This is an optimization exercise on Yosys and OpenROAD, whose aim is small area and a short achievable clock period, not a production implementation. Where RTL was checked, it was by simulation tests only, not by an equivalence proof against the original. Power and IR drop assume default switching activity.

==> flow/design.v <==
module elem_combine (
    input  wire        clk,
    input  wire        rst,         
    input  wire        in_valid,
    input  wire [1:0]  in_op,       
    input  wire [2:0]  in_type,     
    input  wire [31:0] in_a,        
    input  wire [31:0] in_x,        
    output reg         out_valid,
    output reg  [31:0] out_res,
    output reg         out_nan,     
    output reg         out_ovf,     
    output reg         out_bad      
);
    wire i_fp32 = (in_type == 3'd1);
    wire i_bf16 = (in_type == 3'd2);
    wire i_fp16 = (in_type == 3'd3);
    wire i_int8 = (in_type == 3'd4);
    wire i_i32  = (in_type == 3'd5);
    wire i_8    = (in_type == 3'd0) | i_int8;
    wire i_fp   = i_fp32 | i_bf16 | i_fp16;
    wire i_wr   = (in_op == 2'd1);
    wire i_add  = (in_op == 2'd2);
    wire i_max  = (in_op == 2'd3);
    wire i_ok   = (i_wr & (i_8 | i_fp | i_i32)) | (i_add & (i_fp | i_i32)) |
                  (i_max & (i_fp | i_int8 | i_i32));
    reg        v0;
    reg [31:0] ra0, rx0;
    reg        ok0, add0, max0, fp0, h0, bf0, i32_0, f8_0, t_32;
    always @(posedge clk) begin
        if (rst) v0 <= 1'b0;
        else     v0 <= in_valid;
        ra0   <= in_a;
        rx0   <= in_x;
        ok0   <= i_ok;
        add0  <= i_add;
        max0  <= i_max;
        fp0   <= i_fp;
        h0    <= i_fp16;
        bf0   <= i_bf16;
        i32_0 <= i_i32;
        f8_0  <= i_8;
        t_32  <= i_fp32 | i_i32;
    end
    function automatic [31:0] unpack;     
        input [31:0] v;
        input        t8, t32, tbf, th;
        begin
            unpack = ({32{t32}} & v) |
                     ({32{tbf}} & {v[15:0], 16'h0}) |
                     ({32{th}}  & {v[15], 3'b000, v[14:0], 13'h0}) |
                     ({32{t8}}  & {v[7:0], 24'h0});
        end
    endfunction
    wire [31:0] a0 = unpack(ra0, f8_0, t_32, bf0, h0);
    wire [31:0] x0 = unpack(rx0, f8_0, t_32, bf0, h0);
    wire sa = a0[31];
    wire sx = x0[31];
    wire ge;
    ec_carry #(31) u_cmp (.a(a0[30:0]), .b(~x0[30:0]), .ci(1'b1), .co(ge));
    wire max_a = (sa ^ sx) ? sx : ((fp0 & sa) ? ~ge : ge);
    wire iadd  = add0 & i32_0;
    wire sel_a = add0 ? (i32_0 | ge) : (max0 & max_a);
    wire [31:0] L = sel_a ? a0 : x0;
    wire [31:0] S = sel_a ? x0 : a0;
    wire a_emax = h0 ? (&a0[27:23]) : (&a0[30:23]);
    wire x_emax = h0 ? (&x0[27:23]) : (&x0[30:23]);
    wire a_fnz  = |a0[22:0];
    wire x_fnz  = |x0[22:0];
    wire a_nan  = a_emax & a_fnz;
    wire x_nan  = x_emax & x_fnz;
    wire any_inf = (a_emax & ~a_fnz) | (x_emax & ~x_fnz);
    wire add_nan = a_nan | x_nan | (a_emax & x_emax & (sa ^ sx));
    wire r_nan  = ok0 & fp0 & ((add0 & add_nan) | (max0 & (a_nan | x_nan)));
    wire r_fadd = ok0 & fp0 & add0 & ~add_nan & ~any_inf;
    wire [7:0]  itop;
    ec_add #(8) u_itop (.a(a0[31:24]), .b(x0[31:24]), .ci(1'b0), .s(itop), .co());
    wire [31:0] Lr = {iadd ? itop : L[31:24], L[23:0]};
    wire        ha = |a0[30:23];
    wire        hx = |x0[30:23];
    wire [7:0]  ea = {a0[30:24], a0[23] | ~ha};
    wire [7:0]  ex = {x0[30:24], x0[23] | ~hx};
    wire [7:0]  d;
    ec_add #(8) u_d (.a(sel_a ? ea : ex), .b(sel_a ? ~ex : ~ea), .ci(1'b1), .s(d), .co());
    wire [23:0] ms = {iadd ? x0[23] : sel_a ? hx : ha, S[22:0]};
    reg        v1;
    reg [31:0] L1;
    reg [23:0] ms1;
    reg [4:0]  d1;
    reg        big1;
    reg        iadd1, sub1, nan1, bad1, fadd1, h1, bf1, f8_1;
    always @(posedge clk) begin
        if (rst) v1 <= 1'b0;
        else     v1 <= v0;
        L1    <= Lr;
        ms1   <= ms;
        d1    <= iadd ? 5'd0 : d[4:0];
        big1  <= ~iadd & (|d[7:5]);
        iadd1 <= iadd;
        sub1  <= ~iadd & (sa ^ sx);
        nan1  <= r_nan;
        bad1  <= ~ok0;
        fadd1 <= r_fadd;
        h1    <= h0;
        bf1   <= bf0;
        f8_1  <= f8_0;
    end
    wire [26:0] sh0 = {ms1, 3'b000};
    wire [26:0] sh1 = d1[0] ? {1'b0,  sh0[26:1]} : sh0;
    wire        st1 = d1[0] & sh0[0];
    wire [26:0] sh2 = d1[1] ? {2'b0,  sh1[26:2]} : sh1;
    wire        st2 = st1 | (d1[1] & (|sh1[1:0]));
    wire [26:0] sh3 = d1[2] ? {4'b0,  sh2[26:4]} : sh2;
    wire        st3 = st2 | (d1[2] & (|sh2[3:0]));
    wire [26:0] sh4 = d1[3] ? {8'b0,  sh3[26:8]} : sh3;
    wire        st4 = st3 | (d1[3] & (|sh3[7:0]));
    wire [26:0] sh5 = d1[4] ? {16'b0, sh4[26:16]} : sh4;
    wire        st5 = st4 | (d1[4] & (|sh4[15:0]));
    wire [26:0] als1 = big1 ? {26'b0, |ms1} : {sh5[26:1], sh5[0] | st5};
    wire        hl = |L1[30:23];
    wire [7:0]  el = {L1[30:24], L1[23] | ~hl};
    wire [23:0] ml = {iadd1 ? L1[23] : hl, L1[22:0]};
    wire [27:0] sum;
    ec_add #(27) u_add (.a({ml, 3'b000}), .b(als1 ^ {27{sub1}}), .ci(sub1),
                        .s(sum[26:0]), .co(sum[27]));
    wire        cy = sum[27] & ~sub1;
    wire [7:0]  itop1 = L1[31:24] + 8'd1;
    wire [27:0] s28 = {cy, sum[26:0]};
    reg  [4:0]  lzr;
    integer k;
    always @(*) begin
        lzr = 5'd28;
        for (k = 0; k < 28; k = k + 1)
            if (s28[k]) lzr = 5'd27 - k[4:0];
    end
    wire [4:0]  lz = ((el[7:5] == 3'd0) && (el[4:0] < lzr)) ? el[4:0] : lzr;
    reg        v2;
    reg [31:0] L2;
    reg [4:0]  sumh2;
    wire [27:0] sum2 = {sumh2, L2[22:0]};
    reg [4:0]  lz2;
    reg        nan2, bad2, fadd2, zs2, h2, bf2, f8_2;
    always @(posedge clk) begin
        if (rst) v2 <= 1'b0;
        else     v2 <= v1;
        L2    <= fadd1 ? {L1[31:23], sum[22:0]} :
                 iadd1 ? {cy ? itop1 : L1[31:24], sum[26:3]} : L1;
        sumh2 <= {cy, sum[26:23]};
        lz2   <= lz;
        nan2  <= nan1;
        bad2  <= bad1;
        fadd2 <= fadd1;
        zs2   <= L1[31] & ~sub1 & ~(|L1[30:0]);    
        h2    <= h1;
        bf2   <= bf1;
        f8_2  <= f8_1;
    end
    wire [7:0]  e2 = {L2[30:24], L2[23] | ~(|L2[30:23])};
    wire        sl = L2[31];
    wire [27:0] n28 = sum2 << lz2;
    wire [26:0] nrm = {n28[27:2], n28[1] | n28[0]};
    wire [8:0]  e_n = {1'b0, e2} + 9'd1 - {4'b0, lz2};
    wire        hid = nrm[26];
    wire        zero_sum = ~(|sum2);
    wire        g_32 = nrm[2],  st_32 = |nrm[1:0],  l_32 = nrm[3];
    wire        g_16 = nrm[15], st_16 = |nrm[14:0], l_16 = nrm[16];
    wire        g_bf = nrm[18], st_bf = |nrm[17:0], l_bf = nrm[19];
    wire        rnd = h2  ? (g_16 & (st_16 | l_16)) :
                      bf2 ? (g_bf & (st_bf | l_bf)) :
                            (g_32 & (st_32 | l_32));
    wire [22:0] frac_t = nrm[25:3];
    wire [22:0] inc = h2  ? {9'h0, rnd, 13'h0} :
                      bf2 ? {6'h0, rnd, 16'h0} : {22'h0, rnd};
    wire [8:0]  ef = {e_n[8:1], e_n[0] & hid};
    wire [31:0] pk;
    ec_add #(32) u_rnd (.a({ef, frac_t}), .b({9'd0, inc}), .ci(1'b0), .s(pk), .co());
    wire        f_ones = h2 ? (&nrm[25:16]) : bf2 ? (&nrm[25:19]) : (&nrm[25:3]);
    wire        e_top  = h2 ? (ef[8:5] == 4'd0) & (&ef[4:1]) : ~ef[8] & (&ef[7:1]);
    wire        e_ge   = h2 ? (|ef[8:5]) | (&ef[4:0]) : ef[8] | (&ef[7:0]);
    wire        ovf    = e_ge | (e_top & ~ef[0] & f_ones & rnd);
    reg [31:0] ru;
    always @(*) begin
        if (bad2)
            ru = 32'h0;
        else if (nan2)
            ru = {1'b0, h2 ? 8'h1F : 8'hFF, 23'h40_0000};
        else if (fadd2) begin
            if (zero_sum)
                ru = {zs2, 31'h0};
            else if (ovf)
                ru = {sl, h2 ? 8'h1F : 8'hFF, 23'h0};
            else
                ru = {sl, pk[30:0]};
        end else
            ru = L2;
    end
    wire [31:0] res = f8_2  ? {24'h0, ru[31:24]} :
                      h2    ? {16'h0, ru[31], ru[27:13]} :
                      bf2   ? {16'h0, ru[31:16]} : ru;
    wire        r_ovf = fadd2 & ~zero_sum & ovf;
    always @(posedge clk) begin
        if (rst) out_valid <= 1'b0;
        else     out_valid <= v2;
        out_res <= res;
        out_nan <= nan2;
        out_ovf <= r_ovf;
        out_bad <= bad2;
    end
endmodule
module ec_add #(parameter W = 8) (
    input  wire [W-1:0] a,
    input  wire [W-1:0] b,
    input  wire         ci,
    output wire [W-1:0] s,
    output wire         co
);
    reg [W:0] G, P, Gn, Pn;
    integer lv, i, j;
    always @(*) begin
        G = {a & b, ci};
        P = {a ^ b, 1'b0};
        for (lv = 0; (1 << lv) < W + 1; lv = lv + 1) begin
            Gn = G;
            Pn = P;
            for (i = 0; i < W + 1; i = i + 1)
                if ((i >> lv) & 1) begin
                    j = ((i >> lv) << lv) - 1;
                    Gn[i] = G[i] | (P[i] & G[j]);
                    Pn[i] = P[i] & P[j];
                end
            G = Gn;
            P = Pn;
        end
    end
    assign s  = a ^ b ^ G[W-1:0];
    assign co = G[W];
endmodule
module ec_carry #(parameter W = 8) (
    input  wire [W-1:0] a,
    input  wire [W-1:0] b,
    input  wire         ci,
    output wire         co
);
    reg [W:0] G, P, Gn, Pn;
    integer lv, i, j;
    always @(*) begin
        G = {a & b, ci};
        P = {a | b, 1'b0};
        for (lv = 0; (1 << lv) < W + 1; lv = lv + 1) begin
            Gn = G;
            Pn = P;
            for (i = 0; i < W + 1; i = i + 1)
                if ((i >> lv) & 1) begin
                    j = ((i >> lv) << lv) - 1;
                    Gn[i] = G[i] | (P[i] & G[j]);
                    Pn[i] = P[i] & P[j];
                end
            G = Gn;
            P = Pn;
        end
    end
    assign co = G[W];
endmodule
==> flow/config.mk <==
export PLATFORM = sky130hd
export DESIGN_NAME = elem_combine
export DESIGN_NICKNAME = elem_combine
export VERILOG_FILES = /design/flow/design.v
export SDC_FILE = /design/flow/constraint.sdc
export NUM_CORES = 4
export LEC_CHECK = 0
export ABC_AREA = 1
export CAP_MARGIN = 20
export CORE_MARGIN = 2
export CORE_UTILIZATION = 60
export CTS_CLUSTER_DIAMETER = 100
export CTS_CLUSTER_SIZE = 24
export PLACE_DENSITY = 0.7
export SLEW_MARGIN = 20
==> flow/constraint.sdc <==
create_clock -name core_clock -period 25.0 [get_ports {clk}]
set_input_delay 5.0000 -clock core_clock [delete_from_list [all_inputs] [get_ports {clk}]]
set_output_delay 5.0000 -clock core_clock [all_outputs]
set_load 0.01 [all_outputs]
standard.sh (not shown) runs the stock make flow with config.mk's settings and CLKGATE_MAP_FILE= SYNTH_SCRIPT=/design/flow/synth_recipe.tcl, a recipe that flattens the netlist after the stock synthesis.
==> flow/flow/run.sh <==
#!/bin/bash
# Standard layout (standard.sh) with two changes:
#  - port buffers are buf_1 cells (the resizer upsizes those that need it)
#  - the resizer's setup repair aims for SETUP_SLACK_MARGIN of slack
set -euo pipefail
export SETUP_SLACK_MARGIN=19.05
export BUFFER_PORTS_ARGS="-buffer_cell sky130_fd_sc_hd__buf_1"
bash standard.sh > standard.log 2>&1
The baseline produced a clean layout.
Next try:
--- a/flow/design.v
+++ b/flow/design.v
@@ -39,12 +39,13 @@
         h0    <= i_fp16;
         bf0   <= i_bf16;
         i32_0 <= i_i32;
         f8_0  <= i_8;
         t_32  <= i_fp32 | i_i32;
     end
+    wire f16_0 = bf0 | h0;
     function automatic [31:0] unpack;     
         input [31:0] v;
         input        t8, t32, tbf, th;
         begin
             unpack = ({32{t32}} & v) |
                      ({32{tbf}} & {v[15:0], 16'h0}) |
@@ -54,13 +55,13 @@
     endfunction
     wire [31:0] a0 = unpack(ra0, f8_0, t_32, bf0, h0);
     wire [31:0] x0 = unpack(rx0, f8_0, t_32, bf0, h0);
     wire sa = a0[31];
     wire sx = x0[31];
     wire ge;
-    ec_carry #(31) u_cmp (.a(a0[30:0]), .b(~x0[30:0]), .ci(1'b1), .co(ge));
+    ec_add #(31) u_cmp (.a(a0[30:0]), .b(~x0[30:0]), .ci(1'b1), .s(), .co(ge));
     wire max_a = (sa ^ sx) ? sx : ((fp0 & sa) ? ~ge : ge);
     wire iadd  = add0 & i32_0;
     wire sel_a = add0 ? (i32_0 | ge) : (max0 & max_a);
     wire [31:0] L = sel_a ? a0 : x0;
     wire [31:0] S = sel_a ? x0 : a0;
     wire a_emax = h0 ? (&a0[27:23]) : (&a0[30:23]);
@@ -85,13 +86,13 @@
     wire [23:0] ms = {iadd ? x0[23] : sel_a ? hx : ha, S[22:0]};
     reg        v1;
     reg [31:0] L1;
     reg [23:0] ms1;
     reg [4:0]  d1;
     reg        big1;
-    reg        iadd1, sub1, nan1, bad1, fadd1, h1, bf1, f8_1;
+    reg        iadd1, sub1, nan1, bad1, fadd1, h1, bf1, f8_1, f16_1;
     always @(posedge clk) begin
         if (rst) v1 <= 1'b0;
         else     v1 <= v0;
         L1    <= Lr;
         ms1   <= ms;
         d1    <= iadd ? 5'd0 : d[4:0];
@@ -101,12 +102,13 @@
         nan1  <= r_nan;
         bad1  <= ~ok0;
         fadd1 <= r_fadd;
         h1    <= h0;
         bf1   <= bf0;
         f8_1  <= f8_0;
+        f16_1 <= f16_0;
     end
     wire [26:0] sh0 = {ms1, 3'b000};
     wire [26:0] sh1 = d1[0] ? {1'b0,  sh0[26:1]} : sh0;
     wire        st1 = d1[0] & sh0[0];
     wire [26:0] sh2 = d1[1] ? {2'b0,  sh1[26:2]} : sh1;
     wire        st2 = st1 | (d1[1] & (|sh1[1:0]));
@@ -136,13 +138,13 @@
     wire [4:0]  lz = ((el[7:5] == 3'd0) && (el[4:0] < lzr)) ? el[4:0] : lzr;
     reg        v2;
     reg [31:0] L2;
     reg [4:0]  sumh2;
     wire [27:0] sum2 = {sumh2, L2[22:0]};
     reg [4:0]  lz2;
-    reg        nan2, bad2, fadd2, zs2, h2, bf2, f8_2;
+    reg        nan2, bad2, fadd2, zs2, h2, bf2, f8_2, f16_2;
     always @(posedge clk) begin
         if (rst) v2 <= 1'b0;
         else     v2 <= v1;
         L2    <= fadd1 ? {L1[31:23], sum[22:0]} :
                  iadd1 ? {cy ? itop1 : L1[31:24], sum[26:3]} : L1;
         sumh2 <= {cy, sum[26:23]};
@@ -151,12 +153,13 @@
         bad2  <= bad1;
         fadd2 <= fadd1;
         zs2   <= L1[31] & ~sub1 & ~(|L1[30:0]);    
         h2    <= h1;
         bf2   <= bf1;
         f8_2  <= f8_1;
+        f16_2 <= f16_1;
     end
     wire [7:0]  e2 = {L2[30:24], L2[23] | ~(|L2[30:23])};
     wire        sl = L2[31];
     wire [27:0] n28 = sum2 << lz2;
     wire [26:0] nrm = {n28[27:2], n28[1] | n28[0]};
     wire [8:0]  e_n = {1'b0, e2} + 9'd1 - {4'b0, lz2};
@@ -193,13 +196,13 @@
                 ru = {sl, pk[30:0]};
         end else
             ru = L2;
     end
     wire [31:0] res = f8_2  ? {24'h0, ru[31:24]} :
                       h2    ? {16'h0, ru[31], ru[27:13]} :
-                      bf2   ? {16'h0, ru[31:16]} : ru;
+                      f16_2 ? {16'h0, ru[31:16]} : ru;
     wire        r_ovf = fadd2 & ~zero_sum & ovf;
     always @(posedge clk) begin
         if (rst) out_valid <= 1'b0;
         else     out_valid <= v2;
         out_res <= res;
         out_nan <= nan2;
@@ -232,32 +235,6 @@
             P = Pn;
         end
     end
     assign s  = a ^ b ^ G[W-1:0];
     assign co = G[W];
 endmodule
-module ec_carry #(parameter W = 8) (
-    input  wire [W-1:0] a,
-    input  wire [W-1:0] b,
-    input  wire         ci,
-    output wire         co
-);
-    reg [W:0] G, P, Gn, Pn;
-    integer lv, i, j;
-    always @(*) begin
-        G = {a & b, ci};
-        P = {a | b, 1'b0};
-        for (lv = 0; (1 << lv) < W + 1; lv = lv + 1) begin
-            Gn = G;
-            Pn = P;
-            for (i = 0; i < W + 1; i = i + 1)
-                if ((i >> lv) & 1) begin
-                    j = ((i >> lv) << lv) - 1;
-                    Gn[i] = G[i] | (P[i] & G[j]);
-                    Pn[i] = P[i] & P[j];
-                end
-            G = Gn;
-            P = Pn;
-        end
-    end
-    assign co = G[W];
-endmodule
Outcome:
- sequential cell count rose by 2
- non-clock buffer count came out lower by 13
- die area came out lower by 0.48%
- sequential power rose by about 1%
- cell count came out lower by 1.9%
- global-route usage is higher by 0.55 points
The RTL of the first run of this note was laid out without a check of its function.

-- afterwards: timing with drivers on the ports --
No port has a modelled driver above. Below, the same layouts with a new extraction and two added sets of constraints.
Step 1 sets driving cells, clkbuf_16 on the clock port and buf_2 on the other inputs (assumed; they add their load-dependent delay and slew).
Step 2 moves the port delays by t, midway between the first and last clock arrival at a register: inputs arrive t later, outputs are due t later. That takes back most of the time a late clock gives input paths.
a / b / c = ideal ports / drivers / drivers and shift; a / b = the first two.
| run | shift t [ns] | setup slack, ns | worst setup path at the end | slew at the worst register clock pin (ns) |
|---|---|---|---|---|
| the first run | 0.528 | 19.034 / 18.986 / 19.159 | register to register | 0.10 / 0.10 |
| the second run | 0.533 | 19.050 / 19.000 / 19.364 | register to register | 0.10 / 0.10 |
After both steps every run listed still meets setup and hold.
